This is an optimization exercise on Yosys and OpenROAD, whose aim is small area, a short achievable clock period and few clock cycles per item, not a production implementation.
The RTL was checked by simulation tests, not by an equivalence proof against the original design.

## flow/design.v (module list and top-level ports; edited modules follow where they fit)
// module qg_screen_lane: 876 lines
module qg_screen_lane (
    input  wire         clk,
    input  wire         rst,
    input  wire         in_valid,
    output wire         in_ready,
    input  wire [1:0]   in_fmt,         
    input  wire         in_grey3,       
    input  wire         in_two_rowsets,
    input  wire [7:0]   in_p0,          
    input  wire [7:0]   in_ph,          
    input  wire [7:0]   in_pv,          
    input  wire [7:0]   in_phv,         
    input  wire [15:0]  in_gain,        
    input  wire [111:0] in_theta,       
    input  wire [15:0]  in_mask,        
    input  wire [8:0]   in_share,       
    input  wire         in_zone,        
    input  wire [10:0]  in_k,           
    input  wire [10:0]  in_s,           
    input  wire [11:0]  in_dots2_map,   
    output reg          out_valid,
    output reg  [2:0]   out_logical,
    output reg  [2:0]   out_level,
    output reg          out_rowset,
    output reg          out_pick_b,
    output reg          out_clip
);
  // ...
==> flow/flow/run.sh <==
#!/bin/bash
# The standard layout (standard.sh), with these changes:
#  - synthesis (flow/synth.tcl): the standard script, but Yosys's generic
#    ABC pass inside synth is skipped (-noabc), so that the full adders
#    written in the RTL are extracted without inverters around them, and the
#    final ABC mapping uses flow/abc.script;
#  - ports get buf_1 buffers;
#  - repair_timing aims at a slack of SETUP_SLACK_MARGIN below the 48 ns
#    clock, i.e. at the period the design can reach.
# make's output goes to standard.log; ORFS keeps each step's log in orfs/logs.
set -euo pipefail
W=$PWD
bash standard.sh finish SYNTH_SCRIPT=$W/flow/synth.tcl SYNTH_ARGS=-noabc \
  "BUFFER_PORTS_ARGS=-buffer_cell sky130_fd_sc_hd__buf_1" \
  SETUP_SLACK_MARGIN=37.1 > $W/standard.log 2>&1
==> flow/flow/abc.script <==
strash
dc2
dch -f
map -D 4000
buffer
upsize -D 4000
dnsize -D 4000
stime -p
==> flow/flow/synth.tcl <==
# synth_recipe.tcl with ABC's script swapped for flow/abc.script.
proc synth {args} { yosys synth -nofsm -noshare {*}$args }
set ::my_flow_dir [file dirname [file normalize [info script]]]
proc abc {args} {
  set i [lsearch -exact $args -script]
  if {$i >= 0} { set args [lreplace $args $i [expr {$i + 1}] -script $::my_flow_dir/abc.script] }
  set i [lsearch -exact $args -D]
  if {$i >= 0} { set args [lreplace $args $i [expr {$i + 1}]] }
  yosys abc {*}$args
}
source $::env(SCRIPTS_DIR)/synth.tcl
# left out here: clear keep_hierarchy, flatten, clean up, hide names made inside functions, write 1_2_yosys.v
==> flow/standard.sh <==
#!/bin/bash
# synth_recipe.tcl (not shown) runs the flow's synth.tcl, then flattens the netlist and writes it again
# the make line also repeats each setting of config.mk as NAME=value (left out here)
make -C /OpenROAD-flow-scripts/flow DESIGN_CONFIG=/design/flow/config.mk WORK_HOME=/design/flow/orfs CLKGATE_MAP_FILE= SYNTH_SCRIPT=/design/flow/synth_recipe.tcl "${@:-finish}"
==> flow/config.mk <==
export PLATFORM = sky130hd
export DESIGN_NAME = qg_screen_lane
export DESIGN_NICKNAME = qg_screen_lane
export VERILOG_FILES = /design/flow/design.v
export SDC_FILE = /design/flow/constraint.sdc
export NUM_CORES = 4
export LEC_CHECK = 0
export CAP_MARGIN = 20
export CORE_MARGIN = 2
export CORE_UTILIZATION = 50
export CTS_BUF_LIST = sky130_fd_sc_hd__clkbuf_16
export CTS_CLUSTER_DIAMETER = 120
export CTS_CLUSTER_SIZE = 30
export PLACE_DENSITY = 0.7
export SLEW_MARGIN = 20
==> flow/constraint.sdc <==
create_clock -name core_clock -period 48.0 [get_ports {clk}]
set_input_delay 9.6000 -clock core_clock [delete_from_list [all_inputs] [get_ports {clk}]]
set_output_delay 9.6000 -clock core_clock [all_outputs]
set_load 0.01 [all_outputs]
==> out/qor.csv, run 1 <==
stage;metric;value;unit
clock_tree;Reg clk slew, reported paths;0.10;ns
grt;first-pass GRT wire length;84.2;mm
worst_hold_path;worst min path class;flip-flop to flip-flop;
logic_synthesis;top cell type's share of synthesized area;0.283;
sta;crit path time final;10.74;ns
die;Ports;238;
run;max cap viols;0;
logic_synthesis;Synth Area in Adders;0.333;
finish;invs w/o clock;286;
finish;Multi-input comb cells;1506;
die;core region area;35700;µm²
critical_path;reg2reg setup slack;37.43;ns
sta;Hold Fails Final Rpt;0;
worst_hold_path;Min-Delay Endpoint;out_rowset$_DFF_P_;
logic_synthesis;Netlist cell types;75;
logic_synthesis;register area share after synthesis;0.236;
grt;pin count of the biggest net entering global routing;31;
sta;worst slew pin tran;0.906;ns
logic_synthesis;synth warn;1;
grt;M1 GR Usage;0.366;
routing;M1 WL;21.5;mm
grt;initial antenna violation count;0;
outcome;status;complete, no violations;
placed_design;Placed Cells;2713;
logic_synthesis;Post-synth top flop;dfxtp_1;
Testbench counts, summed over its fixed seeds: cycles 40,008, items 40,000.
==> inputs of run 2 (changes only) <==
--- a/flow/design.v
+++ b/flow/design.v
@@ -667,16 +667,22 @@
     endgenerate
     wire [10:0] pk_pp [0:7];
     genvar i;
     generate
         for (i = 0; i < 8; i = i + 1) begin : pkrow
             assign pk_pp[i] = {11{s1_rank[i]}} & s1_s;
         end
     endgenerate
+    wire [7:1]  pk_m9;
+    generate
+        for (i = 1; i < 8; i = i + 1) begin : pkm9
+            assign pk_m9[i] = (s1_rank[i] & s1_s[9]) | (s1_rank[i-1] & s1_s[10]);
+        end
+    endgenerate
     wire pk_c_396, pk_s_395;
     assign {pk_c_396, pk_s_395} = {1'b0, pk_pp[0][0]} + {1'b0, s1_rank[0]} + {1'b0, s1_s[0]};
     wire pk_c_398, pk_s_397;
     assign {pk_c_398, pk_s_397} = {1'b0, pk_pp[0][1]} + {1'b0, pk_pp[1][0]} + {1'b0, s1_rank[1]};
     wire pk_c_400, pk_s_399;
     assign {pk_c_400, pk_s_399} = {1'b0, s1_s[1]} + {1'b0, pk_c_396} + {1'b0, pk_s_397};
     wire pk_c_402, pk_s_401;
     assign {pk_c_402, pk_s_401} = {1'b0, pk_pp[0][2]} + {1'b0, pk_pp[1][1]} + {1'b0, pk_pp[2][0]};
@@ -772,89 +778,89 @@
     assign {pk_c_492, pk_s_491} = {1'b0, pk_c_472} + {1'b0, pk_s_483} + {1'b0, pk_s_485};
     wire pk_c_494, pk_s_493;
     assign {pk_c_494, pk_s_493} = {1'b0, pk_s_487} + {1'b0, pk_c_474} + {1'b0, pk_c_476};
     wire pk_c_496, pk_s_495;
     assign {pk_c_496, pk_s_495} = {1'b0, pk_s_489} + {1'b0, pk_s_491} + {1'b0, pk_c_478};
     wire pk_c_498, pk_s_497;
     assign {pk_c_498, pk_s_497} = {1'b0, pk_s_493} + {1'b0, pk_c_480} + {1'b0, pk_s_495};
     wire pk_c_500, pk_s_499;
-    assign {pk_c_500, pk_s_499} = {1'b0, pk_pp[0][10]} + {1'b0, pk_pp[1][9]} + {1'b0, pk_pp[2][8]};
+    assign {pk_c_500, pk_s_499} = {1'b0, pk_m9[1]} + {1'b0, pk_pp[2][8]} + {1'b0, pk_pp[3][7]};
     wire pk_c_502, pk_s_501;
-    assign {pk_c_502, pk_s_501} = {1'b0, pk_pp[3][7]} + {1'b0, pk_pp[4][6]} + {1'b0, pk_pp[5][5]};
+    assign {pk_c_502, pk_s_501} = {1'b0, pk_pp[4][6]} + {1'b0, pk_pp[5][5]} + {1'b0, pk_pp[6][4]};
     wire pk_c_504, pk_s_503;
-    assign {pk_c_504, pk_s_503} = {1'b0, pk_pp[6][4]} + {1'b0, pk_pp[7][3]} + {1'b0, s1_s[10]};
+    assign {pk_c_504, pk_s_503} = {1'b0, pk_pp[7][3]} + {1'b0, s1_s[10]} + {1'b0, ~s1_k[2]};
     wire pk_c_506, pk_s_505;
-    assign {pk_c_506, pk_s_505} = {1'b0, ~s1_k[2]} + {1'b0, pk_c_484} + {1'b0, pk_c_486};
+    assign {pk_c_506, pk_s_505} = {1'b0, pk_c_484} + {1'b0, pk_c_486} + {1'b0, pk_c_488};
     wire pk_c_508, pk_s_507;
-    assign {pk_c_508, pk_s_507} = {1'b0, pk_c_488} + {1'b0, pk_s_499} + {1'b0, pk_s_501};
+    assign {pk_c_508, pk_s_507} = {1'b0, pk_s_499} + {1'b0, pk_s_501} + {1'b0, pk_s_503};
     wire pk_c_510, pk_s_509;
-    assign {pk_c_510, pk_s_509} = {1'b0, pk_s_503} + {1'b0, pk_c_490} + {1'b0, pk_c_492};
+    assign {pk_c_510, pk_s_509} = {1'b0, pk_c_490} + {1'b0, pk_c_492} + {1'b0, pk_s_505};
     wire pk_c_512, pk_s_511;
-    assign {pk_c_512, pk_s_511} = {1'b0, pk_s_505} + {1'b0, pk_s_507} + {1'b0, pk_c_494};
-    wire pk_c_514, pk_s_513;
-    assign {pk_c_514, pk_s_513} = {1'b0, pk_s_509} + {1'b0, pk_c_496} + {1'b0, pk_s_511};
+    assign {pk_c_512, pk_s_511} = {1'b0, pk_s_507} + {1'b0, pk_c_494} + {1'b0, pk_s_509};
+    wire pk_hc_514, pk_h_513;
+    assign {pk_hc_514, pk_h_513} = {1'b0, pk_c_496} + {1'b0, pk_s_511};
     wire pk_c_516, pk_s_515;
-    assign {pk_c_516, pk_s_515} = {1'b0, pk_pp[1][10]} + {1'b0, pk_pp[2][9]} + {1'b0, pk_pp[3][8]};
+    assign {pk_c_516, pk_s_515} = {1'b0, pk_m9[2]} + {1'b0, pk_pp[3][8]} + {1'b0, pk_pp[4][7]};
     wire pk_c_518, pk_s_517;
-    assign {pk_c_518, pk_s_517} = {1'b0, pk_pp[4][7]} + {1'b0, pk_pp[5][6]} + {1'b0, pk_pp[6][5]};
+    assign {pk_c_518, pk_s_517} = {1'b0, pk_pp[5][6]} + {1'b0, pk_pp[6][5]} + {1'b0, pk_pp[7][4]};
     wire pk_c_520, pk_s_519;
-    assign {pk_c_520, pk_s_519} = {1'b0, pk_pp[7][4]} + {1'b0, ~s1_k[3]} + {1'b0, pk_c_500};
+    assign {pk_c_520, pk_s_519} = {1'b0, ~s1_k[3]} + {1'b0, pk_c_500} + {1'b0, pk_c_502};
     wire pk_c_522, pk_s_521;
-    assign {pk_c_522, pk_s_521} = {1'b0, pk_c_502} + {1'b0, pk_c_504} + {1'b0, pk_s_515};
+    assign {pk_c_522, pk_s_521} = {1'b0, pk_c_504} + {1'b0, pk_s_515} + {1'b0, pk_s_517};
     wire pk_c_524, pk_s_523;
-    assign {pk_c_524, pk_s_523} = {1'b0, pk_s_517} + {1'b0, pk_c_506} + {1'b0, pk_c_508};
+    assign {pk_c_524, pk_s_523} = {1'b0, pk_c_506} + {1'b0, pk_c_508} + {1'b0, pk_s_519};
     wire pk_c_526, pk_s_525;
-    assign {pk_c_526, pk_s_525} = {1'b0, pk_s_519} + {1'b0, pk_s_521} + {1'b0, pk_c_510};
-    wire pk_c_528, pk_s_527;
-    assign {pk_c_528, pk_s_527} = {1'b0, pk_s_523} + {1'b0, pk_c_512} + {1'b0, pk_s_525};
+    assign {pk_c_526, pk_s_525} = {1'b0, pk_s_521} + {1'b0, pk_c_510} + {1'b0, pk_s_523};
+    wire pk_hc_528, pk_h_527;
+    assign {pk_hc_528, pk_h_527} = {1'b0, pk_c_512} + {1'b0, pk_s_525};
     wire pk_c_530, pk_s_529;
-    assign {pk_c_530, pk_s_529} = {1'b0, pk_pp[2][10]} + {1'b0, pk_pp[3][9]} + {1'b0, pk_pp[4][8]};
+    assign {pk_c_530, pk_s_529} = {1'b0, pk_m9[3]} + {1'b0, pk_pp[4][8]} + {1'b0, pk_pp[5][7]};
     wire pk_c_532, pk_s_531;
-    assign {pk_c_532, pk_s_531} = {1'b0, pk_pp[5][7]} + {1'b0, pk_pp[6][6]} + {1'b0, pk_pp[7][5]};
+    assign {pk_c_532, pk_s_531} = {1'b0, pk_pp[6][6]} + {1'b0, pk_pp[7][5]} + {1'b0, ~s1_k[4]};
     wire pk_c_534, pk_s_533;
-    assign {pk_c_534, pk_s_533} = {1'b0, ~s1_k[4]} + {1'b0, pk_c_516} + {1'b0, pk_c_518};
+    assign {pk_c_534, pk_s_533} = {1'b0, pk_c_516} + {1'b0, pk_c_518} + {1'b0, pk_s_529};
     wire pk_c_536, pk_s_535;
-    assign {pk_c_536, pk_s_535} = {1'b0, pk_s_529} + {1'b0, pk_s_531} + {1'b0, pk_c_520};
+    assign {pk_c_536, pk_s_535} = {1'b0, pk_s_531} + {1'b0, pk_c_520} + {1'b0, pk_c_522};
     wire pk_c_538, pk_s_537;
-    assign {pk_c_538, pk_s_537} = {1'b0, pk_c_522} + {1'b0, pk_s_533} + {1'b0, pk_c_524};
-    wire pk_c_540, pk_s_539;
-    assign {pk_c_540, pk_s_539} = {1'b0, pk_s_535} + {1'b0, pk_c_526} + {1'b0, pk_s_537};
+    assign {pk_c_538, pk_s_537} = {1'b0, pk_s_533} + {1'b0, pk_c_524} + {1'b0, pk_s_535};
+    wire pk_hc_540, pk_h_539;
+    assign {pk_hc_540, pk_h_539} = {1'b0, pk_c_526} + {1'b0, pk_s_537};
     wire pk_c_542, pk_s_541;
-    assign {pk_c_542, pk_s_541} = {1'b0, pk_pp[3][10]} + {1'b0, pk_pp[4][9]} + {1'b0, pk_pp[5][8]};
+    assign {pk_c_542, pk_s_541} = {1'b0, pk_m9[4]} + {1'b0, pk_pp[5][8]} + {1'b0, pk_pp[6][7]};
     wire pk_c_544, pk_s_543;
-    assign {pk_c_544, pk_s_543} = {1'b0, pk_pp[6][7]} + {1'b0, pk_pp[7][6]} + {1'b0, ~s1_k[5]};
+    assign {pk_c_544, pk_s_543} = {1'b0, pk_pp[7][6]} + {1'b0, ~s1_k[5]} + {1'b0, pk_c_530};
     wire pk_c_546, pk_s_545;
-    assign {pk_c_546, pk_s_545} = {1'b0, pk_c_530} + {1'b0, pk_c_532} + {1'b0, pk_s_541};
+    assign {pk_c_546, pk_s_545} = {1'b0, pk_c_532} + {1'b0, pk_s_541} + {1'b0, pk_c_534};
     wire pk_c_548, pk_s_547;
-    assign {pk_c_548, pk_s_547} = {1'b0, pk_s_543} + {1'b0, pk_c_534} + {1'b0, pk_s_545};
-    wire pk_c_550, pk_s_549;
-    assign {pk_c_550, pk_s_549} = {1'b0, pk_c_536} + {1'b0, pk_s_547} + {1'b0, pk_c_538};
+    assign {pk_c_548, pk_s_547} = {1'b0, pk_s_543} + {1'b0, pk_c_536} + {1'b0, pk_s_545};
+    wire pk_hc_550, pk_h_549;
+    assign {pk_hc_550, pk_h_549} = {1'b0, pk_c_538} + {1'b0, pk_s_547};
     wire pk_c_552, pk_s_551;
-    assign {pk_c_552, pk_s_551} = {1'b0, pk_pp[4][10]} + {1'b0, pk_pp[5][9]} + {1'b0, pk_pp[6][8]};
+    assign {pk_c_552, pk_s_551} = {1'b0, pk_m9[5]} + {1'b0, pk_pp[6][8]} + {1'b0, pk_pp[7][7]};
     wire pk_c_554, pk_s_553;
-    assign {pk_c_554, pk_s_553} = {1'b0, pk_pp[7][7]} + {1'b0, ~s1_k[6]} + {1'b0, pk_c_542};
+    assign {pk_c_554, pk_s_553} = {1'b0, ~s1_k[6]} + {1'b0, pk_c_542} + {1'b0, pk_s_551};
     wire pk_c_556, pk_s_555;
-    assign {pk_c_556, pk_s_555} = {1'b0, pk_c_544} + {1'b0, pk_s_551} + {1'b0, pk_c_546};
-    wire pk_c_558, pk_s_557;
-    assign {pk_c_558, pk_s_557} = {1'b0, pk_s_553} + {1'b0, pk_c_548} + {1'b0, pk_s_555};
+    assign {pk_c_556, pk_s_555} = {1'b0, pk_c_544} + {1'b0, pk_s_553} + {1'b0, pk_c_546};
+    wire pk_hc_558, pk_h_557;
+    assign {pk_hc_558, pk_h_557} = {1'b0, pk_s_555} + {1'b0, pk_c_548};
     wire pk_c_560, pk_s_559;
-    assign {pk_c_560, pk_s_559} = {1'b0, pk_pp[5][10]} + {1'b0, pk_pp[6][9]} + {1'b0, pk_pp[7][8]};
+    assign {pk_c_560, pk_s_559} = {1'b0, pk_m9[6]} + {1'b0, pk_pp[7][8]} + {1'b0, ~s1_k[7]};
     wire pk_c_562, pk_s_561;
-    assign {pk_c_562, pk_s_561} = {1'b0, ~s1_k[7]} + {1'b0, pk_c_552} + {1'b0, pk_s_559};
-    wire pk_c_564, pk_s_563;
-    assign {pk_c_564, pk_s_563} = {1'b0, pk_c_554} + {1'b0, pk_s_561} + {1'b0, pk_c_556};
+    assign {pk_c_562, pk_s_561} = {1'b0, pk_c_552} + {1'b0, pk_s_559} + {1'b0, pk_c_554};
+    wire pk_hc_564, pk_h_563;
+    assign {pk_hc_564, pk_h_563} = {1'b0, pk_s_561} + {1'b0, pk_c_556};
     wire pk_c_566, pk_s_565;
-    assign {pk_c_566, pk_s_565} = {1'b0, pk_pp[6][10]} + {1'b0, pk_pp[7][9]} + {1'b0, ~s1_k[8]};
-    wire pk_c_568, pk_s_567;
-    assign {pk_c_568, pk_s_567} = {1'b0, pk_c_560} + {1'b0, pk_s_565} + {1'b0, pk_c_562};
+    assign {pk_c_566, pk_s_565} = {1'b0, pk_m9[7]} + {1'b0, ~s1_k[8]} + {1'b0, pk_c_560};
+    wire pk_hc_568, pk_h_567;
+    assign {pk_hc_568, pk_h_567} = {1'b0, pk_s_565} + {1'b0, pk_c_562};
     wire pk_c_570, pk_s_569;
     assign {pk_c_570, pk_s_569} = {1'b0, pk_pp[7][10]} + {1'b0, ~s1_k[9]} + {1'b0, pk_c_566};
-    wire [19:0] pk_x = {1'b1, pk_c_570, pk_c_568, pk_c_564, pk_c_558, pk_c_550, pk_c_540, pk_c_528, pk_c_514, pk_c_498, pk_c_482, pk_hc_466, pk_c_450, pk_s_449, pk_c_424, pk_s_423, pk_c_406, pk_s_405, pk_s_399, pk_s_395};
-    wire [19:0] pk_y = {1'b0, 1'b1, pk_s_569, pk_s_567, pk_s_563, pk_s_557, pk_s_549, pk_s_539, pk_s_527, pk_s_513, pk_s_497, pk_s_481, pk_h_465, 1'b0, pk_h_435, 1'b0, pk_h_413, 1'b0, 1'b0, 1'b0};
+    wire [19:0] pk_x = {1'b1, pk_c_570, pk_hc_568, pk_hc_564, pk_hc_558, pk_hc_550, pk_hc_540, pk_hc_528, pk_hc_514, pk_c_498, pk_c_482, pk_hc_466, pk_c_450, pk_s_449, pk_c_424, pk_s_423, pk_c_406, pk_s_405, pk_s_399, pk_s_395};
+    wire [19:0] pk_y = {1'b0, 1'b1, pk_s_569, pk_h_567, pk_h_563, pk_h_557, pk_h_549, pk_h_539, pk_h_527, pk_h_513, pk_s_497, pk_s_481, pk_h_465, 1'b0, pk_h_435, 1'b0, pk_h_413, 1'b0, 1'b0, 1'b0};
     wire [19:0] pk_c;
     assign pk_c[0] = 1'b0;
     generate
         for (m = 0; m < 19; m = m + 1) begin : pkc
             assign pk_c[m+1] = (pk_x[m] & pk_y[m]) | (pk_x[m] & pk_c[m]) | (pk_y[m] & pk_c[m]);
         end
     endgenerate
     wire        pick   = s1_zone & (pk_x[19] ^ pk_y[19] ^ pk_c[19]);
--- a/flow/flow/run.sh
+++ b/flow/flow/run.sh
@@ -7,9 +7,9 @@
 #  - ports get buf_1 buffers;
 #  - repair_timing aims at a slack of SETUP_SLACK_MARGIN below the 48 ns
 #    clock, i.e. at the period the design can reach.
 # make's output goes to standard.log; ORFS keeps each step's log in orfs/logs.
 set -euo pipefail
 W=$PWD
 bash standard.sh finish SYNTH_SCRIPT=$W/flow/synth.tcl SYNTH_ARGS=-noabc \
   "BUFFER_PORTS_ARGS=-buffer_cell sky130_fd_sc_hd__buf_1" \
-  SETUP_SLACK_MARGIN=37.1 > $W/standard.log 2>&1
+  SETUP_SLACK_MARGIN=37.3 > $W/standard.log 2>&1
--- a/flow/config.mk
+++ b/flow/config.mk
@@ -6,10 +6,11 @@
 export NUM_CORES = 4
 export LEC_CHECK = 0
 export CAP_MARGIN = 20
 export CORE_MARGIN = 2
 export CORE_UTILIZATION = 50
 export CTS_BUF_LIST = sky130_fd_sc_hd__clkbuf_16
 export CTS_CLUSTER_DIAMETER = 120
 export CTS_CLUSTER_SIZE = 30
+export GPL_TIMING_DRIVEN = 0
 export PLACE_DENSITY = 0.7
 export SLEW_MARGIN = 20
==> run 2 against run 1 <==
Against the previous run: still clean; count of clock-buffer cells in the layout is the same; critical path depth is the same; routed wire length grew 3.3%.
==> out/qor.csv, run 2 <==
stage;metric;value;unit;change
logic_synthesis;top cell type's share of synthesized area;0.277;;was 0.283
outcome;status;complete, no violations;;unchanged
logic_synthesis;Mapped Nets;2598;;was 2615
finish;max reg flops;112;;unchanged
routing;Routed WL;56.3;mm;was 54.5 mm
sta;max-slew violations;0;;unchanged
sta;Setup Skew;0.0253;ns;was 0.0258 ns
sta;final setup fails;0;;unchanged
routing;Antenna Nets Post-Route;0;;unchanged
finish;nets@finish;2899;;was 2863
clock_tree;htree depth;1;;unchanged
routing;Pre-antenna DRT Iters;6;;was 8
logic_synthesis;cells after synthesis;2040;;was 2057
die;Initial Util;0.509;;was 0.510
sta;crit path time final;10.61;ns;was 10.74 ns
logic_synthesis;synth warn;1;;unchanged
finish;most frequent cells in the layout;279 x inv_1, 235 x buf_1, 228 x fa_1;;was 261 x inv_1, 254 x fa_1, 235 x buf_1
grt;initial antenna violation count;0;;unchanged
logic_synthesis;Synth area leaders;fa_1 28%, dfxtp_1 24%, inv_1 6.0%;;was fa_1 28%, dfxtp_1 24%, inv_1 5.5%
grt;vias in the first global route;16386;;was 16334
logic_synthesis;top-count cell post-synth;inv_1;;unchanged
grt;pin count of the biggest net entering global routing;31;;unchanged
logic_synthesis;ys async rst share;0;;unchanged
sta;fin crit share;0.221;;was 0.224
logic_synthesis;flops & latches, synth;215;;unchanged
critical_path;Data arrival, critical path;10.97;ns;was 11.11 ns
clock_tree;clock sink count;215;;unchanged
finish;filler instances;3239;;was 3213
worst_hold_path;worst min path class;flip-flop to flip-flop;;unchanged
sta;unrepaired setup endpoints after global routing;no;;unchanged
clock_tree;root buffer selected by CTS;clkbuf_16;;unchanged
logic_synthesis;Post-Syn Area;18100;µm²;was 18200 µm²
routing;drc violations;0;;unchanged
die;core region area;35700;µm²;about the same
critical_path;Setup Crit Path Kind;primary input to flip-flop;;unchanged
die;Ports;238;;unchanged
logic_synthesis;top cells by count, synth;289 x inv_1, 251 x fa_1, 215 x dfxtp_1, 208 x nand2_1, 195 x nor2_1;;was 269 x inv_1, 258 x fa_1, 239 x nand2_1, 229 x nor2_1, 215 x dfxtp_1
critical_path;Reg2Reg Depth;51;;was 50
logic_synthesis;EDFF count, synth;0;;unchanged
critical_path;type of origin of the critical path;primary input;;unchanged
grt;GRT overflow;0;;unchanged
sta;Max-slew headroom;0.245;;was 0.395
logic_synthesis;cell taking the most area after synthesis;fa_1;;unchanged
die;Die Span Y;194;µm;was 195 µm
clock_tree;CTS tree;done;;unchanged
placed_design;RD Place Congestion;0.986;;was 1.01
logic_synthesis;Netlist cell types;72;;was 75
sta;post-route setup TNS;0;ns;unchanged
finish;share of cells above drive strength 1;0.123;;was 0.0806
clock_tree;CTS Buf Count;12;;unchanged
die;die area;37800;µm²;was 38000 µm²
logic_synthesis;syn_area_per_cell;8.89;µm²;was 8.86 µm²
critical_path;CP required;48.37;ns;was 48.38 ns
logic_synthesis;Post-synth top flop;dfxtp_1;;unchanged
worst_hold_path;WHS Path Cells;0;;unchanged
placed_design;post-DP HPWL;45.9;mm;was 42.2 mm
die;DIE WIDTH;194;µm;was 195 µm
sta;worst slew pin tran;1.13;ns;was 0.906 ns
run;max cap viols;0;;unchanged
finish;Largest regs;s1_theta: 112 flops, s1_us: 40 flops, s1_gain: 16 flops;;unchanged
logic_synthesis;register area share after synthesis;0.237;;was 0.236
finish;largest register by flop count;s1_theta;;unchanged
routing;Initial DRC Count;1372;;was 1696
finish;antenna fix cells;0;;unchanged
clock_tree;worst skew pair latency;0.50;ns;about the same
routing;via count;16273;;was 16217
clock_tree;clock buffer depth;3;;unchanged
routing;vias per cell;5.80;;was 5.86
die;Row Count;69;;unchanged
placed_design;IO buf count;235;;unchanged
critical_path;Crit. End Element;flip-flop;;unchanged
finish;Synth-to-Final Area Change;17.5;%;was 13.1%
critical_path;CP Max Fanout;10;;was 25
clock_tree;Reg clk slew, reported paths;0.11;ns;was 0.10 ns
sta;Hold Fails Final Rpt;0;;unchanged
grt;GR Util All Layers;0.293;;was 0.280
routing;WL/cell;20.1;µm;was 19.7 µm
grt;first-pass GRT wire length;86.8;mm;was 84.2 mm
sta;Fmax;94.3;MHz;was 93.1 MHz
finish;most common cell after layout, fill and taps aside;inv_1;;unchanged
[run 2: area by class of cell]
type	instances	area [µm²]	share of cell area
multi-input combinational	1464	13200	0.620
sequential	215	4310	0.202
timing repair buffer	287	1290	0.0604
inverter	308	1170	0.0549
tap	461	577	0.0271
buffer	53	367	0.0172
clock buffer	13	325	0.0153
clock inverter	3	68.8	0.00323
[run 2: repair_timing]
item / CTS / global route
buffers inserted: 18 / 33
setup endpoints to repair: 15 / 6
pin swaps: 24 / 73
cloned: 0 / 1
resized for setup: 95 / 157
hold buffers: 0 / 0
[run 2: worst paths after layout]
check / from / end / slack, ns
max reg2reg: s1_us[11]$_DFF_P_ / out_level[1]$_DFF_P_ / 37.58
min reg2reg: s1_rowset$_DFF_P_ / out_rowset$_DFF_P_ / 0.34
min: s1_rowset$_DFF_P_ / out_rowset$_DFF_P_ / 0.34
max: in_fmt[0] / s1_us[26]$_DFF_P_ / 37.39
[run 2: kinds of logic (layout without fill, tap and decap cells)]
family,after synthesis,count (layout),synth area share
AOI/OAI and AO/OA,539,539,0.191
and+or+nand+nor,490,490,0.112
buffers and inverters,361,664,0.0768
adders and majority gates,332,332,0.333
DFF,215,215,0.237
xor gates and xnor gates,102,102,0.0497
other,1,1,0.000207
[run 2: through the flow]
stage	hold slack [ns]	cells	utilization	setup slack, ns	area, µm²
6_report	0.339	2804	0.598	37.39	21300
5_1_grt	0.343	2804	0.598	37.23	21300
4_1_cts	0.340	2770	0.574	37.30	20500
3_5_place_dp	0.314	2736	0.550	35.88	19600
3_3_place_gp	0.313	2736	0.550	35.64	19600
2_1_floorplan	0.310	2040	-	37.29	18100
[run 2: per-layer routing]
metal | routed length, µm | share of wire | track usage
met1 | 22100 | 0.39 | 0.366
met4 | 2290 | 0.041 | 0.106
met2 | 27800 | 0.49 | 0.517
met5 | 0 | 0 | 0
met3 | 4080 | 0.072 | 0.0410
[run 2: worst max-delay path, stage by stage]
cell and delay (ns):
buf_1 0.28, clkbuf_4 0.29, nand2_1 0.09, o21ai_0 0.21, fa_1 0.50
Testbench counts of run 2, summed over its fixed seeds: cycles 40,008, items 40,000.
==> inputs of run 3 (changes only) <==
==> flow/flow/abc.script (replaced) <==
strash
dc2
dch -f
map -D 3500
buffer
upsize -D 3500
dnsize -D 3500
stime -p
--- a/flow/config.mk
+++ b/flow/config.mk
@@ -13,3 +13,2 @@
 export CTS_CLUSTER_SIZE = 30
-export GPL_TIMING_DRIVEN = 0
 export PLACE_DENSITY = 0.7
==> run 3 against run 2 <==
Against the previous run: critical path depth is 4 lower; maximum frequency about the same; global-route usage down 0.82 points; worst setup slack gained 0.0021 ns; core utilization decreased by 1.8 points; register-to-register slack worse by 0.11 ns; synthesized cell count rose by 2.7%; area after synthesis is 1.1% higher; non-clock buffer count is 36 lower; routed wire length decreased by 0.38%; critical path type is now flip-flop to primary output; critical endpoint is now out_level[0].
==> out/qor.csv, run 3 <==
stage;metric;value;unit;change
placed_design;IO buf count;235;;unchanged
sta;Max-slew headroom;0.392;;was 0.245
clock_tree;Reg clk slew, reported paths;0.10;ns;was 0.11 ns
finish;max reg flops;112;;unchanged
finish;share of cells above drive strength 1;0.0977;;was 0.123
die;Initial Util;0.505;;was 0.509
sta;fin crit share;0.221;;about the same
worst_hold_path;worst min path class;flip-flop to flip-flop;;unchanged
routing;Initial DRC Count;1501;;was 1372
sta;final setup fails;0;;unchanged
finish;FF+latch area;4310;µm²;unchanged
logic_synthesis;Synth Area in Compound Gates;0.184;;was 0.191
sta;Fmax;94.3;MHz;about the same
die;die area;38200;µm²;was 37800 µm²
logic_synthesis;flops & latches, synth;215;;unchanged
grt;vias in the first global route;16376;;was 16386
clock_tree;CTS tree;done;;unchanged
die;core region area;36300;µm²;was 35700 µm²
routing;via count;16641;;was 16273
clock_tree;clock buffer depth;3;;unchanged
grt;GR Util All Layers;0.285;;was 0.293
routing;vias per cell;5.87;;was 5.80
routing;WL/cell;19.8;µm;was 20.1 µm
sta;Hold Fails Final Rpt;0;;unchanged
logic_synthesis;cell taking the most area after synthesis;fa_1;;unchanged
clock_tree;cts hold-fix bufs;0;;unchanged
clock_tree;htree depth;1;;unchanged
routing;Pre-antenna DRT Iters;5;;was 6
grt;GRT overflow;0;;unchanged
logic_synthesis;simple-gate portion of the synthesized area;0.126;;was 0.112
logic_synthesis;Synth Area in Adders;0.329;;was 0.333
sta;Final WS setup;37.40;ns;was 37.39 ns
logic_synthesis;Post-synth top flop;dfxtp_1;;unchanged
finish;area of the multi-input gates;13200;µm²;about the same
critical_path;CP required;38.40;ns;was 48.37 ns
grt;pin count of the biggest net entering global routing;34;;was 31
die;DIE WIDTH;196;µm;was 194 µm
logic_synthesis;register area share after synthesis;0.235;;was 0.237
sta;crit path time final;10.60;ns;was 10.61 ns
routing;Routed WL;56.1;mm;was 56.3 mm
placed_design;post-DP HPWL;43.3;mm;was 45.9 mm
logic_synthesis;EDFF count, synth;0;;unchanged
critical_path;crit path cell chain;buf_1;;was buf_1 -> clkbuf_4 -> nand2_1 -> o21ai_0 -> fa_1
finish;most common cell after layout, fill and taps aside;inv_1;;unchanged
grt;initial antenna violation count;1;;was 0
finish;Synth-to-Final Area Change;14.9;%;was 17.5%
logic_synthesis;Post-Syn Area;18300;µm²;was 18100 µm²
die;Row Count;70;;was 69
sta;max-slew violations;0;;unchanged
logic_synthesis;cells after synthesis;2096;;was 2040
finish;Largest regs;s1_theta: 112 flops, s1_us: 40 flops, s1_gain: 16 flops;;unchanged
critical_path;Setup Crit Path Kind;flip-flop to primary output;;was primary input to flip-flop
clock_tree;worst skew pair latency;0.50;ns;about the same
logic_synthesis;Synth area leaders;fa_1 27%, dfxtp_1 23%, inv_1 6.2%;;was fa_1 28%, dfxtp_1 24%, inv_1 6.0%
finish;Layout Utilization;0.580;;was 0.598
clock_tree;CTS Buf Count;11;;was 12
logic_synthesis;synth warn;1;;unchanged
placed_design;pre-CTS WS;35.15;ns;was 35.88 ns
critical_path;CP Max Fanout;1;;was 10
critical_path;Crit path largest cell delay;0.34;ns;was 0.50 ns
sta;unrepaired setup endpoints after global routing;yes;;was no
critical_path;Crit. End Element;primary output;;was flip-flop
grt;first-pass GRT wire length;85.4;mm;was 86.8 mm
logic_synthesis;top cell type's share of synthesized area;0.274;;was 0.277
placed_design;post-placement cell area;19600;µm²;about the same
finish;filler instances;3250;;was 3239
logic_synthesis;main combinational cell family by area after synthesis;adder cells;;unchanged
logic_synthesis;Mapped Nets;2654;;was 2598
logic_synthesis;Netlist cell types;72;;unchanged
critical_path;Data arrival, critical path;1.00;ns;was 10.97 ns
finish;most frequent cells in the layout;291 x inv_1, 235 x buf_1, 231 x fa_1;;was 279 x inv_1, 235 x buf_1, 228 x fa_1
finish;nets@finish;2922;;was 2899
outcome;status;complete, no violations;;unchanged
logic_synthesis;ys async rst share;0;;unchanged
critical_path;slowest stage cell, crit path;dfxtp_1;;was fa_1
routing;Antenna Nets Post-Route;0;;unchanged
finish;largest register by flop count;s1_theta;;unchanged
sta;Setup Skew;0.0219;ns;was 0.0253 ns
die;Ports;238;;unchanged
logic_synthesis;XOR/XNOR share of the synthesized area;0.0468;;was 0.0497
sta;post-route setup TNS;0;ns;unchanged
logic_synthesis;syn_area_per_cell;8.75;µm²;was 8.89 µm²
clock_tree;clock sink count;215;;unchanged
logic_synthesis;top cells by count, synth;303 x inv_1, 251 x fa_1, 241 x nand2_1, 215 x dfxtp_1, 199 x nor2_1;;was 289 x inv_1, 251 x fa_1, 215 x dfxtp_1, 208 x nand2_1, 195 x nor2_1
logic_synthesis;top-count cell post-synth;inv_1;;unchanged
sta;worst slew pin tran;0.913;ns;was 1.13 ns
routing;drc violations;0;;unchanged
logic_synthesis;mux share of post-synthesis cell area;0;;unchanged
critical_path;buffers plus inverters on the worst setup path;1;;was 2
die;Die Span Y;196;µm;was 194 µm
placed_design;RD Place Congestion;0.973;;was 0.986
finish;final instance area;21100;µm²;was 21300 µm²
critical_path;crit-path leading delay family;flip-flops;;was buffers and inverters
run;max cap viols;0;;unchanged
critical_path;type of origin of the critical path;flip-flop;;was primary input
clock_tree;root buffer selected by CTS;clkbuf_16;;unchanged
-- run 3: changes by cell type in the layout (fill, tap and decap cells not counted), moves of 10 or more --
cell,change
a21oi_1,+11
a21oi_2,-10
buf_4,+12
clkbuf_1,-23
inv_1,+12
inv_2,-11
nand2_1,+33
nand3_1,+10
nor2_1,+12
-- run 3: metrics by stage --
stage          hold slack [ns]  instances
6_report                 0.345       2834
5_1_grt                  0.351       2833
4_1_cts                  0.346       2789
3_5_place_dp             0.322       2754
3_3_place_gp             0.312       2754
2_1_floorplan            0.310       2096
-- run 3: path summary, 6_finish.rpt --
path | start | to | slack (ns) | cells after the start
worst max register to register | s1_us[11]$_DFF_P_ | out_level[1]$_DFF_P_ | 37.47 | 48
worst min register to register | s1_rowset$_DFF_P_ | out_rowset$_DFF_P_ | 0.35 | 0
worst min-delay path | s1_rowset$_DFF_P_ | out_rowset$_DFF_P_ | 0.35 | 0
worst max-delay path | out_level[0]$_DFF_P_ | out_level[0] | 37.40 | 1
-- run 3: per-layer routing --
metal	track usage	share of wire
met4	0.109	0.042
met1	0.361	0.39
met2	0.490	0.48
met3	0.0454	0.091
met5	0	0
-- run 3: cell type report --
type	count	area share
antenna	1	0.000119
clock buffer	11	0.0131
timing repair buffer	304	0.0683
inverter	315	0.0581
multi-input combinational	1517	0.627
clock inverter	3	0.00137
sequential	215	0.204
tap	468	0.0278
-- run 3: cells by family after synthesis --
kind of cell | count (synthesis)
AOI/OAI and AO/OA | 526
xor gates and xnor gates | 98
adders and majority gates | 332
buffers and inverters | 373
DFF | 215
other | 1
and+or+nand+nor | 551
-- run 3: timing repair --
action,in CTS,in global routing
pin swaps,14,54
cloned,3,6
setup buffers,18,38
endpoints found under the hold margin,0,0
endpoints found under the setup margin,3,3
resized for setup,48,104
==> inputs of run 4 (changes only) <==
==> flow/flow/abc.script (replaced) <==
strash
dc2
dch -f
map -D 4000
buffer
upsize -D 4000
dnsize -D 4000
stime -p
==> run 4 against run 3 <==
Against the previous run: clock skew increased by 0.0049 ns; non-clock buffer count is 10 higher; largest cell class unchanged; still clean on timing, DRC and antenna; routed wire length decreased by 1.0%; critical endpoint is now out_clip; sequential share of layout area grew 0.22 points.
==> out/qor.csv, run 4 <==
stage;metric;value;unit;change
sta;post-route setup TNS;0;ns;unchanged
routing;Initial DRC Count;1419;;was 1501
placed_design;pre-CTS WS;36.37;ns;was 35.15 ns
finish;antenna fix cells;0;;was 1
die;core region area;35700;µm²;was 36300 µm²
critical_path;CP required;38.40;ns;about the same
sta;fin crit share;0.221;;about the same
logic_synthesis;top cell type's share of synthesized area;0.277;;was 0.274
finish;largest register by flop count;s1_theta;;unchanged
worst_hold_path;worst hold start;s1_rowset$_DFF_P_;;unchanged
clock_tree;CTS Buf Count;11;;unchanged
critical_path;Worst Setup SP;out_clip$_SDFF_PP0_;;was out_level[0]$_DFF_P_
die;Initial Util;0.509;;was 0.505
logic_synthesis;simple-gate portion of the synthesized area;0.112;;was 0.126
placed_design;post-DP HPWL;43.4;mm;was 43.3 mm
sta;Setup Skew;0.0268;ns;was 0.0219 ns
critical_path;Critical R2R Launch;s1_us[9]$_DFF_P_;;was s1_us[11]$_DFF_P_
logic_synthesis;mux share of post-synthesis cell area;0;;unchanged
sta;Final WS setup;37.41;ns;was 37.40 ns
routing;routed wl met3;4.30;mm;was 5.12 mm
critical_path;crit path cell chain;buf_1;;unchanged
critical_path;Crit path largest cell delay;0.33;ns;was 0.34 ns
routing;Routed WL;55.5;mm;was 56.1 mm
die;DIE WIDTH;194;µm;was 196 µm
critical_path;crit-path leading delay family;flip-flops;;unchanged
grt;GRT overflow;0;;unchanged
placed_design;RD Place Congestion;0.943;;was 0.973
grt;pin count of the biggest net entering global routing;34;;unchanged
critical_path;buffers plus inverters on the worst setup path;1;;unchanged
clock_tree;CTS tree;done;;unchanged
sta;Hold Fails Final Rpt;0;;unchanged
critical_path;type of origin of the critical path;flip-flop;;unchanged
clock_tree;htree depth;1;;unchanged
clock_tree;Reg clk slew, reported paths;0.11;ns;was 0.10 ns
die;Row Count;69;;was 70
sta;crit path time final;10.59;ns;was 10.60 ns
logic_synthesis;Synth Area in Compound Gates;0.191;;was 0.184
worst_hold_path;WHS Path Cells;0;;unchanged
sta;final setup fails;0;;unchanged
logic_synthesis;cell taking the most area after synthesis;fa_1;;unchanged
logic_synthesis;top-count cell post-synth;inv_1;;unchanged
routing;Antenna Nets Post-Route;0;;unchanged
finish;nets@finish;2872;;was 2922
critical_path;CP Max Fanout;1;;unchanged
clock_tree;clock buffer depth;3;;unchanged
critical_path;Reg2Reg Depth;41;;was 48
clock_tree;clock sink count;215;;unchanged
outcome;status;complete, no violations;;unchanged
finish;share of cells above drive strength 1;0.102;;was 0.0977
logic_synthesis;Synth area leaders;fa_1 28%, dfxtp_1 24%, inv_1 6.0%;;was fa_1 27%, dfxtp_1 23%, inv_1 6.2%
placed_design;Placed Cells;2699;;was 2754
logic_synthesis;XOR/XNOR share of the synthesized area;0.0497;;was 0.0468
logic_synthesis;EDFF count, synth;0;;unchanged
sta;max-slew violations;0;;unchanged
run;max cap viols;0;;unchanged
logic_synthesis;Mapped Nets;2598;;was 2654
finish;Largest regs;s1_theta: 112 flops, s1_us: 40 flops, s1_gain: 16 flops;;unchanged
sta;Max-slew headroom;0.340;;was 0.392
grt;GR Util All Layers;0.289;;was 0.285
routing;vias per cell;5.82;;was 5.87
critical_path;Setup Crit Path Kind;flip-flop to primary output;;unchanged
routing;via count;16146;;was 16641
finish;final instance area;20800;µm²;was 21100 µm²
logic_synthesis;synth warn;1;;unchanged
logic_synthesis;Netlist cell types;72;;unchanged
die;Die Span Y;194;µm;was 196 µm
worst_hold_path;Min-Delay Endpoint;out_rowset$_DFF_P_;;unchanged
routing;M1 WL;21.7;mm;was 21.9 mm
placed_design;IO buf count;235;;unchanged
sta;unrepaired setup endpoints after global routing;yes;;unchanged
sta;worst slew pin tran;0.986;ns;was 0.913 ns
routing;drc violations;0;;unchanged
routing;highest routed layer;met4;;unchanged
finish;filler-free cell count of the finished design;2774;;was 2834
finish;most common cell after layout, fill and taps aside;inv_1;;unchanged
routing;WL/cell;20.0;µm;was 19.8 µm
logic_synthesis;flops & latches, synth;215;;unchanged
logic_synthesis;Post-synth top flop;dfxtp_1;;unchanged
logic_synthesis;register area share after synthesis;0.237;;was 0.235
logic_synthesis;syn_area_per_cell;8.89;µm²;was 8.75 µm²
routing;Pre-antenna DRT Iters;6;;was 5
critical_path;reg2reg setup slack;37.65;ns;was 37.47 ns
critical_path;Crit. End Element;primary output;;unchanged
grt;initial antenna violation count;0;;was 1
grt;vias in the first global route;16536;;was 16376
critical_path;Data arrival, critical path;0.99;ns;was 1.00 ns
die;die area;37800;µm²;was 38200 µm²
logic_synthesis;main combinational cell family by area after synthesis;adder cells;;unchanged
critical_path;worst r2r dst;out_level[2]$_DFF_P_;;was out_level[1]$_DFF_P_
logic_synthesis;top cells by count, synth;289 x inv_1, 251 x fa_1, 215 x dfxtp_1, 208 x nand2_1, 195 x nor2_1;;was 303 x inv_1, 251 x fa_1, 241 x nand2_1, 215 x dfxtp_1, 199 x nor2_1
routing;met2 routed wirelength;27.4;mm;was 26.6 mm
logic_synthesis;Synth Area in Adders;0.333;;was 0.329
grt;first-pass GRT wire length;86.4;mm;was 85.4 mm
worst_hold_path;worst min path class;flip-flop to flip-flop;;unchanged
finish;most frequent cells in the layout;281 x inv_1, 234 x buf_1, 229 x fa_1;;was 291 x inv_1, 235 x buf_1, 231 x fa_1
critical_path;slowest stage cell, crit path;dfxtp_1;;unchanged
clock_tree;root buffer selected by CTS;clkbuf_16;;unchanged
finish;max reg flops;112;;unchanged
logic_synthesis;ys async rst share;0;;unchanged
logic_synthesis;Post-Syn Area;18100;µm²;was 18300 µm²
sta;Fmax;94.4;MHz;was 94.3 MHz
die;Ports;238;;unchanged
logic_synthesis;cells after synthesis;2040;;was 2096
finish;Synth-to-Final Area Change;14.9;%;about the same
clock_tree;worst skew pair latency;0.50;ns;about the same
placed_design;post-placement cell area;19500;µm²;was 19600 µm²
[run 4: cell count changes after synthesis, sizes merged, moves of 5 or more]
cell,change
inv,-8
nand2,-32
nand3,-10
nand4,-8
nor2,-5
nor3,-6
o21ai,+9
o221ai,+6
or2,+7
[run 4: layout make-up]
cell class                 instances  area (µm²)
fill                            3245       14800
clock inverter                     1        30.0
timing repair buffer             314        1610
multi-input combinational       1464       12800
sequential                       215        4300
clock buffer                      11         275
inverter                         308        1190
tap                              461         577
[run 4: worst max-delay path by stage]
stage | depth (start not counted) | slack (ns) | to
floorplan | 3 | 37.29 | s1_us[0]$_DFF_P_
CTS | 51 | 37.31 | out_level[2]$_DFF_P_
global placement | 49 | 36.43 | out_level[2]$_DFF_P_
finish | 1 | 37.41 | out_clip
detailed placement | 4 | 36.37 | s1_us[8]$_DFF_P_
global route | 54 | 37.17 | out_level[2]$_DFF_P_
[run 4: layer usage]
layer	up-vias	track usage
met1	7856	0.361
met3	133	0.0515
met2	764	0.508
met4	0	0.0920
met5	-	0
li1	7393	-
[run 4: kinds of logic after synthesis]
| family | count (synthesis) |
|---|---|
| compound gates | 539 |
| simple gates | 490 |
| buf+inv | 361 |
| fa+ha+maj | 332 |
| flops | 215 |
| xor+xnor | 102 |
| other cells | 1 |
[run 4: metrics by stage]
step,utilization,hold WS (ns)
3_3_place_gp,0.546,0.314
3_5_place_dp,0.546,0.315
6_report,0.584,0.338
2_1_floorplan,-,0.310
5_1_grt,0.584,0.344
4_1_cts,0.564,0.340
[run 4: repair_timing]
| item | CTS | global route |
|---|---|---|
| hold buffers | 0 | 0 |
| gates resized for setup | 22 | 122 |
| gates cloned | 1 | 1 |
| buffers inserted | 27 | 34 |
| setup endpoints to repair | 35 | 18 |
| pin swaps | 10 | 35 |
==> inputs of run 5 (changes only) <==
--- a/flow/config.mk
+++ b/flow/config.mk
@@ -12,3 +12,3 @@
 export CTS_CLUSTER_DIAMETER = 120
-export CTS_CLUSTER_SIZE = 30
+export CTS_CLUSTER_SIZE = 35
 export PLACE_DENSITY = 0.7
==> run 5 against run 4 <==
Against the previous run: cell area about the same; area after synthesis is the same; global-route usage is essentially flat; maximum frequency is 0.31% lower; die area is the same; still clean on timing, DRC and antenna; final cell count decreased by 0.22%; worst setup slack got worse by 0.033 ns; synthesized cell count unchanged; flip-flop and latch count unchanged; count of clock-buffer cells in the layout shrank 1; highest routed layer unchanged.
==> out/qor.csv, run 5 <==
stage;metric;value;unit;change
critical_path;type of origin of the critical path;flip-flop;;unchanged
logic_synthesis;ys async rst share;0;;unchanged
finish;max reg flops;112;;unchanged
critical_path;crit-path leading delay family;flip-flops;;unchanged
critical_path;crit path cell chain;buf_1;;unchanged
critical_path;reg2reg setup slack;37.70;ns;was 37.65 ns
finish;nets@finish;2864;;was 2872
critical_path;Critical R2R Launch;s1_us[9]$_DFF_P_;;unchanged
logic_synthesis;synth warn;1;;unchanged
critical_path;buffers plus inverters on the worst setup path;1;;unchanged
clock_tree;htree depth;1;;unchanged
routing;Pre-antenna DRT Iters;5;;was 6
worst_hold_path;WHS Path Cells;0;;unchanged
grt;M1 GR Usage;0.361;;about the same
sta;crit path time final;10.63;ns;was 10.59 ns
critical_path;Data arrival, critical path;1.03;ns;was 0.99 ns
finish;Largest regs;s1_theta: 112 flops, s1_us: 40 flops, s1_gain: 16 flops;;unchanged
logic_synthesis;syn_area_per_cell;8.89;µm²;unchanged
logic_synthesis;flops & latches, synth;215;;unchanged
routing;Routed WL;55.7;mm;was 55.5 mm
worst_hold_path;worst hold start;s1_rowset$_DFF_P_;;unchanged
die;Row Count;69;;unchanged
logic_synthesis;Synth area leaders;fa_1 28%, dfxtp_1 24%, inv_1 6.0%;;unchanged
clock_tree;root buffer selected by CTS;clkbuf_16;;unchanged
routing;via count;16207;;was 16146
critical_path;slowest stage cell, crit path;dfxtp_1;;unchanged
clock_tree;CTS tree;done;;unchanged
die;die area;37800;µm²;unchanged
logic_synthesis;Post-Syn Area;18100;µm²;unchanged
finish;most frequent cells in the layout;280 x inv_1, 234 x buf_1, 230 x fa_1;;was 281 x inv_1, 234 x buf_1, 229 x fa_1
logic_synthesis;cell taking the most area after synthesis;fa_1;;unchanged
grt;GR Util All Layers;0.289;;about the same
routing;drc violations;0;;unchanged
critical_path;Reg2Reg Depth;50;;was 41
logic_synthesis;top cells by count, synth;289 x inv_1, 251 x fa_1, 215 x dfxtp_1, 208 x nand2_1, 195 x nor2_1;;unchanged
die;Ports;238;;unchanged
logic_synthesis;top cell type's share of synthesized area;0.277;;unchanged
critical_path;Crit path largest cell delay;0.34;ns;was 0.33 ns
run;max cap viols;0;;unchanged
clock_tree;worst skew pair latency;0.53;ns;was 0.50 ns
grt;pin count of the biggest net entering global routing;36;;was 34
logic_synthesis;EDFF count, synth;0;;unchanged
finish;share of cells above drive strength 1;0.101;;was 0.102
die;Die Span Y;194;µm;unchanged
sta;Hold Slack;0.343;ns;was 0.338 ns
grt;vias in the first global route;16544;;was 16536
routing;WL/cell;20.1;µm;was 20.0 µm
critical_path;Setup Crit Path Kind;flip-flop to primary output;;unchanged
logic_synthesis;Mapped Nets;2598;;unchanged
grt;initial antenna violation count;0;;unchanged
clock_tree;CTS Buf Count;10;;was 11
worst_hold_path;Min-Delay Endpoint;out_rowset$_DFF_P_;;unchanged
clock_tree;cts hold-fix bufs;0;;unchanged
logic_synthesis;top-count cell post-synth;inv_1;;unchanged
placed_design;RD Place Congestion;0.943;;unchanged
routing;vias per cell;5.86;;was 5.82
grt;first-pass GRT wire length;86.3;mm;was 86.4 mm
clock_tree;clock sink count;215;;unchanged
logic_synthesis;Netlist cell types;72;;unchanged
sta;Fmax;94.1;MHz;was 94.4 MHz
logic_synthesis;cells after synthesis;2040;;unchanged
critical_path;CP Max Fanout;1;;unchanged
placed_design;IO buf count;235;;unchanged
die;Initial Util;0.509;;unchanged
finish;most common cell after layout, fill and taps aside;inv_1;;unchanged
logic_synthesis;register area share after synthesis;0.237;;unchanged
clock_tree;clock buffer depth;3;;unchanged
placed_design;post-DP HPWL;43.4;mm;unchanged
outcome;status;complete, no violations;;unchanged
critical_path;Crit. End Element;primary output;;unchanged
routing;Antenna Nets Post-Route;0;;unchanged
sta;Hold Fails Final Rpt;0;;unchanged
sta;post-route setup TNS;0;ns;unchanged
finish;Layout Utilization;0.584;;about the same
sta;Setup Skew;0.0729;ns;was 0.0268 ns
routing;Initial DRC Count;1465;;was 1419
critical_path;CP required;38.40;ns;about the same
critical_path;worst r2r dst;out_level[2]$_DFF_P_;;unchanged
sta;Max-slew headroom;0.344;;was 0.340
finish;antenna fix cells;0;;unchanged
grt;GRT overflow;0;;unchanged
logic_synthesis;Post-synth top flop;dfxtp_1;;unchanged
grt;GRT busiest layer;met2;;unchanged
sta;worst slew pin tran;0.981;ns;was 0.986 ns
sta;final setup fails;0;;unchanged
die;DIE WIDTH;194;µm;unchanged
sta;fin crit share;0.221;;about the same
grt;M3 GR Usage;0.0495;;was 0.0515
finish;largest register by flop count;s1_theta;;unchanged
worst_hold_path;worst min path class;flip-flop to flip-flop;;unchanged
finish;Synth-to-Final Area Change;14.8;%;was 14.9%
sta;max-slew violations;0;;unchanged
clock_tree;Reg clk slew, reported paths;0.12;ns;was 0.11 ns
grt;GR Util met2;0.509;;was 0.508
die;core region area;35700;µm²;unchanged
sta;unrepaired setup endpoints after global routing;yes;;unchanged
## run 5: cell families (layout without fill, tap and decap cells)
family,after synthesis,count (layout),synth area share
AO/OA/AOI/OAI,539,539,0.191
AND/OR/NAND/NOR,490,490,0.112
buffers and inverters,361,628,0.0768
adder cells (fa/ha/maj),332,332,0.333
flip-flops,215,215,0.237
XOR/XNOR,102,102,0.0497
other,1,1,0.000207
## run 5: timing repair
item,4_1_cts,5_1_grt
pin swaps,8,37
setup buffers,24,28
cloned,1,3
resized for setup,22,123
setup endpoints to repair,35,9
## run 5: routing by layer
layer | vias to the layer above | wire length, µm
met2 | 764 | 27600
met3 | 139 | 4110
met5 | - | 0
li1 | 7382 | -
met1 | 7922 | 22100
met4 | 0 | 1960
## run 5: final cells by class
cell class	instances	area (µm²)
Fill cell	3227	14800
Multi-Input combinational cell	1464	12900
Sequential cell	215	4300
Timing Repair Buffer	306	1580
Inverter	308	1190
Tap cell	461	577
Clock buffer	10	250
Clock inverter	3	51.3
Timing Repair inverter	1	5.00
## run 5: worst max path at each step
| stage | start | endpoint | slack [ns] | depth (start not counted) |
|---|---|---|---|---|
| CTS | s1_us[5]$_DFF_P_ | out_level[2]$_DFF_P_ | 37.20 | 49 |
| detailed placement | in_fmt[0] | s1_us[8]$_DFF_P_ | 36.37 | 4 |
| floorplan | in_fmt[0] | s1_us[0]$_DFF_P_ | 37.29 | 3 |
| finish | out_clip$_SDFF_PP0_ | out_clip | 37.37 | 1 |
| global route | s1_us[9]$_DFF_P_ | out_level[2]$_DFF_P_ | 37.15 | 49 |
| global placement | s1_us[9]$_DFF_P_ | out_level[2]$_DFF_P_ | 36.43 | 49 |
## run 5: metrics by stage
step	setup WS (ns)	instances	area, µm²
after floorplan	37.29	2040	18100
after global placement	36.43	2699	19500
after detailed placement	36.37	2699	19500
after CTS	37.20	2737	20100
after global routing	37.15	2768	20800
final	37.37	2768	20800
==> inputs of run 6 (changes only) <==
--- a/flow/config.mk
+++ b/flow/config.mk
@@ -10,5 +10,5 @@
 export CORE_UTILIZATION = 50
-export CTS_BUF_LIST = sky130_fd_sc_hd__clkbuf_16
-export CTS_CLUSTER_DIAMETER = 120
-export CTS_CLUSTER_SIZE = 35
+export CTS_BUF_LIST = sky130_fd_sc_hd__clkbuf_8
+export CTS_CLUSTER_DIAMETER = 80
+export CTS_CLUSTER_SIZE = 20
 export PLACE_DENSITY = 0.7
==> run 6 against run 5 <==
Against the previous run: still clean on timing, DRC and antenna; final cell count is 0.25% higher; first-iteration DRC count shrank 1.8%; register-to-register slack worse by 0.06 ns; non-clock buffer count rose by 1; worst hold slack got worse by 0.0045 ns; critical endpoint is now out_logical[2]; largest cell class unchanged; highest routed layer unchanged.
==> out/qor.csv, run 6 <==
stage;metric;value;unit;change
outcome;status;complete, no violations;;unchanged
grt;vias in the first global route;16544;;unchanged
critical_path;CP Max Fanout;1;;unchanged
grt;pin count of the biggest net entering global routing;34;;was 36
clock_tree;CTS Buf Count;15;;was 10
critical_path;crit path cell chain;buf_1;;unchanged
placed_design;Placed Cells;2699;;unchanged
die;Row Count;69;;unchanged
finish;Layout Utilization;0.583;;was 0.584
logic_synthesis;Mapped Nets;2598;;unchanged
finish;area of the multi-input gates;12900;µm²;about the same
critical_path;Critical R2R Launch;s1_us[9]$_DFF_P_;;unchanged
clock_tree;clock sink count;215;;unchanged
critical_path;reg2reg setup slack;37.64;ns;was 37.70 ns
die;DIE WIDTH;194;µm;unchanged
logic_synthesis;ys async rst share;0;;unchanged
routing;vias per cell;5.86;;about the same
placed_design;post-placement cell area;19500;µm²;unchanged
critical_path;Setup Crit Path Kind;flip-flop to primary output;;unchanged
sta;worst slew pin tran;1.01;ns;was 0.981 ns
finish;Synth-to-Final Area Change;14.6;%;was 14.8%
critical_path;CP required;38.40;ns;about the same
routing;Antenna Nets Post-Route;0;;unchanged
die;Ports;238;;unchanged
finish;share of cells above drive strength 1;0.109;;was 0.101
critical_path;slowest stage cell, crit path;dfxtp_1;;unchanged
finish;antenna fix cells;0;;unchanged
clock_tree;clock buffer depth;3;;unchanged
die;Die Span Y;194;µm;unchanged
critical_path;Critical Path Stages;1;;unchanged
logic_synthesis;top cell type's share of synthesized area;0.277;;unchanged
sta;unrepaired setup endpoints after global routing;yes;;unchanged
finish;Largest regs;s1_theta: 112 flops, s1_us: 40 flops, s1_gain: 16 flops;;unchanged
logic_synthesis;register area share after synthesis;0.237;;unchanged
grt;first-pass GRT wire length;86.0;mm;was 86.3 mm
sta;Fmax;94.2;MHz;was 94.1 MHz
logic_synthesis;top cells by count, synth;289 x inv_1, 251 x fa_1, 215 x dfxtp_1, 208 x nand2_1, 195 x nor2_1;;unchanged
finish;most common cell after layout, fill and taps aside;inv_1;;unchanged
placed_design;IO buf count;235;;unchanged
sta;Final WS setup;37.38;ns;was 37.37 ns
critical_path;Worst Setup SP;out_logical[2]$_DFF_P_;;was out_clip$_SDFF_PP0_
routing;Pre-antenna DRT Iters;6;;was 5
logic_synthesis;Post-synth top flop;dfxtp_1;;unchanged
worst_hold_path;Min-Delay Endpoint;out_rowset$_DFF_P_;;unchanged
clock_tree;Reg clk slew, reported paths;0.11;ns;was 0.12 ns
worst_hold_path;worst hold start;s1_rowset$_DFF_P_;;unchanged
logic_synthesis;Netlist cell types;72;;unchanged
logic_synthesis;syn_area_per_cell;8.89;µm²;unchanged
placed_design;pre-CTS WS;36.37;ns;unchanged
critical_path;Crit path largest cell delay;0.32;ns;was 0.34 ns
grt;GRT overflow;0;;unchanged
routing;Initial DRC Count;1439;;was 1465
grt;GR Util All Layers;0.288;;was 0.289
finish;final instance area;20800;µm²;about the same
worst_hold_path;worst min path class;flip-flop to flip-flop;;unchanged
logic_synthesis;cell taking the most area after synthesis;fa_1;;unchanged
critical_path;type of origin of the critical path;flip-flop;;unchanged
critical_path;crit-path leading delay family;flip-flops;;unchanged
die;core region area;35700;µm²;unchanged
critical_path;Data arrival, critical path;1.02;ns;was 1.03 ns
die;Initial Util;0.509;;unchanged
clock_tree;worst skew pair latency;0.55;ns;was 0.53 ns
placed_design;post-DP HPWL;43.4;mm;unchanged
critical_path;buffers plus inverters on the worst setup path;1;;unchanged
critical_path;Crit. End Element;primary output;;unchanged
critical_path;worst r2r dst;out_level[2]$_DFF_P_;;unchanged
logic_synthesis;top-count cell post-synth;inv_1;;unchanged
finish;largest register by flop count;s1_theta;;unchanged
worst_hold_path;WHS Path Cells;0;;unchanged
logic_synthesis;synth warn;1;;unchanged
sta;Max-slew headroom;0.325;;was 0.344
sta;fin crit share;0.221;;about the same
finish;nets@finish;2870;;was 2864
sta;final setup fails;0;;unchanged
run;max cap viols;0;;unchanged
clock_tree;root buffer selected by CTS;clkbuf_8;;was clkbuf_16
logic_synthesis;Post-Syn Area;18100;µm²;unchanged
routing;via count;16265;;was 16207
clock_tree;CTS tree;done;;unchanged
finish;FF+latch area;4310;µm²;was 4300 µm²
finish;filler-free cell count of the finished design;2775;;was 2768
routing;drc violations;0;;unchanged
sta;max-slew violations;0;;unchanged
clock_tree;htree depth;1;;unchanged
logic_synthesis;cells after synthesis;2040;;unchanged
routing;WL/cell;20.0;µm;was 20.1 µm
sta;crit path time final;10.62;ns;was 10.63 ns
logic_synthesis;flops & latches, synth;215;;unchanged
finish;max reg flops;112;;unchanged
sta;Hold Fails Final Rpt;0;;unchanged
finish;most frequent cells in the layout;280 x inv_1, 230 x fa_1, 225 x buf_1;;was 280 x inv_1, 234 x buf_1, 230 x fa_1
grt;initial antenna violation count;0;;unchanged
routing;Routed WL;55.6;mm;was 55.7 mm
placed_design;RD Place Congestion;0.943;;unchanged
logic_synthesis;Synth area leaders;fa_1 28%, dfxtp_1 24%, inv_1 6.0%;;unchanged
finish;filler instances;3232;;was 3227
sta;post-route setup TNS;0;ns;unchanged
critical_path;Reg2Reg Depth;50;;unchanged
die;die area;37800;µm²;unchanged
logic_synthesis;EDFF count, synth;0;;unchanged
clock_tree;cts hold-fix bufs;0;;unchanged
sta;Setup Skew;0.0297;ns;was 0.0729 ns
==> run 6: cell counts after synthesis <==
No cell type changed its count.
==> run 6: per-stage QoR <==
stage	hold WS [ns]
2_1_floorplan	0.310
3_3_place_gp	0.314
3_5_place_dp	0.315
4_1_cts	0.340
5_1_grt	0.345
6_report	0.338
==> run 6: layer usage <==
layer / GRT usage / share of wire / vias up
met2: 0.503 / 0.49 / 864
met1: 0.358 / 0.39 / 7851
met5: 0 / 0 / -
met3: 0.0574 / 0.084 / 156
met4: 0.0949 / 0.038 / 0
li1: - / - / 7394
==> run 6: cell families after synthesis <==
group,after synthesis,synth area share
AO/OA/AOI/OAI,539,0.191
XOR/XNOR,102,0.0497
adder cells (fa/ha/maj),332,0.333
buffers and inverters,361,0.0768
flip-flops,215,0.237
other,1,0.000207
AND/OR/NAND/NOR,490,0.112
==> run 6: area by class of cell <==
| class | count | share of cell area |
|---|---|---|
| multi-input combinational | 1464 | 0.620 |
| sequential | 215 | 0.207 |
| timing repair buffer | 307 | 0.0760 |
| inverter | 308 | 0.0576 |
| tap | 461 | 0.0277 |
| clock buffer | 15 | 0.00993 |
| clock inverter | 4 | 0.00163 |
| timing repair inverter | 1 | 0.000241 |
==> run 6: repair_timing <==
| item | CTS | global route |
|---|---|---|
| setup buffers | 17 | 35 |
| resized for setup | 19 | 138 |
| cloned | 1 | 4 |
| pin swaps | 7 | 41 |
| endpoints found under the setup margin | 39 | 13 |
==> run 6: worst max-delay path by stage <==
stage	end	slack, ns
after floorplan	s1_us[0]$_DFF_P_	37.29
after global placement	out_level[2]$_DFF_P_	36.43
after detailed placement	s1_us[8]$_DFF_P_	36.37
after CTS	out_level[2]$_DFF_P_	37.22
after global routing	out_level[2]$_DFF_P_	37.19
final	out_logical[2]	37.38

separate check: timing with driven ports:
Ports are ideal in the flow. The routed layouts listed here were re-timed in OpenROAD.
Step 1 (the two cells are an assumption about what drives the block):
set clk [get_ports {clk}]
set_driving_cell -lib_cell sky130_fd_sc_hd__clkbuf_16 $clk
set_driving_cell -lib_cell sky130_fd_sc_hd__buf_2 [delete_from_list [all_inputs] $clk]
Step 2 also shifts input and output timing later by t, the mid clock arrival at the registers, as if the neighbouring blocks saw the same clock.
Slacks: ideal ports / drivers / drivers and shift; pairs: ideal ports / drivers.
run | t (ns) | setup slack, ns | worst setup path at the end | slew at the worst register clock pin (ns) | worst slew at a driven data input, ns
run 1 | 0.553 | 37.263 / 37.299 / 36.746 | input to register | 0.11 / 0.11 | 0.09
run 2 | 0.546 | 37.394 / 37.345 / 36.881 | input to register | 0.11 / 0.11 | 0.07
run 3 | 0.546 | 37.396 / 37.339 / 36.974 | input to register | 0.11 / 0.11 | 0.09
run 4 | 0.541 | 37.405 / 37.349 / 36.925 | input to register | 0.11 / 0.11 | 0.06
run 5 | 0.550 | 37.372 / 37.313 / 36.941 | input to register | 0.12 / 0.12 | 0.06
run 6 | 0.589 | 37.381 / 37.329 / 36.916 | input to register | 0.12 / 0.12 | 0.06
After both steps setup and hold are still met in every run listed. The setup slack of run 1, which loses most, moves by +0.036 ns with the drivers and by -0.517 ns with both steps.
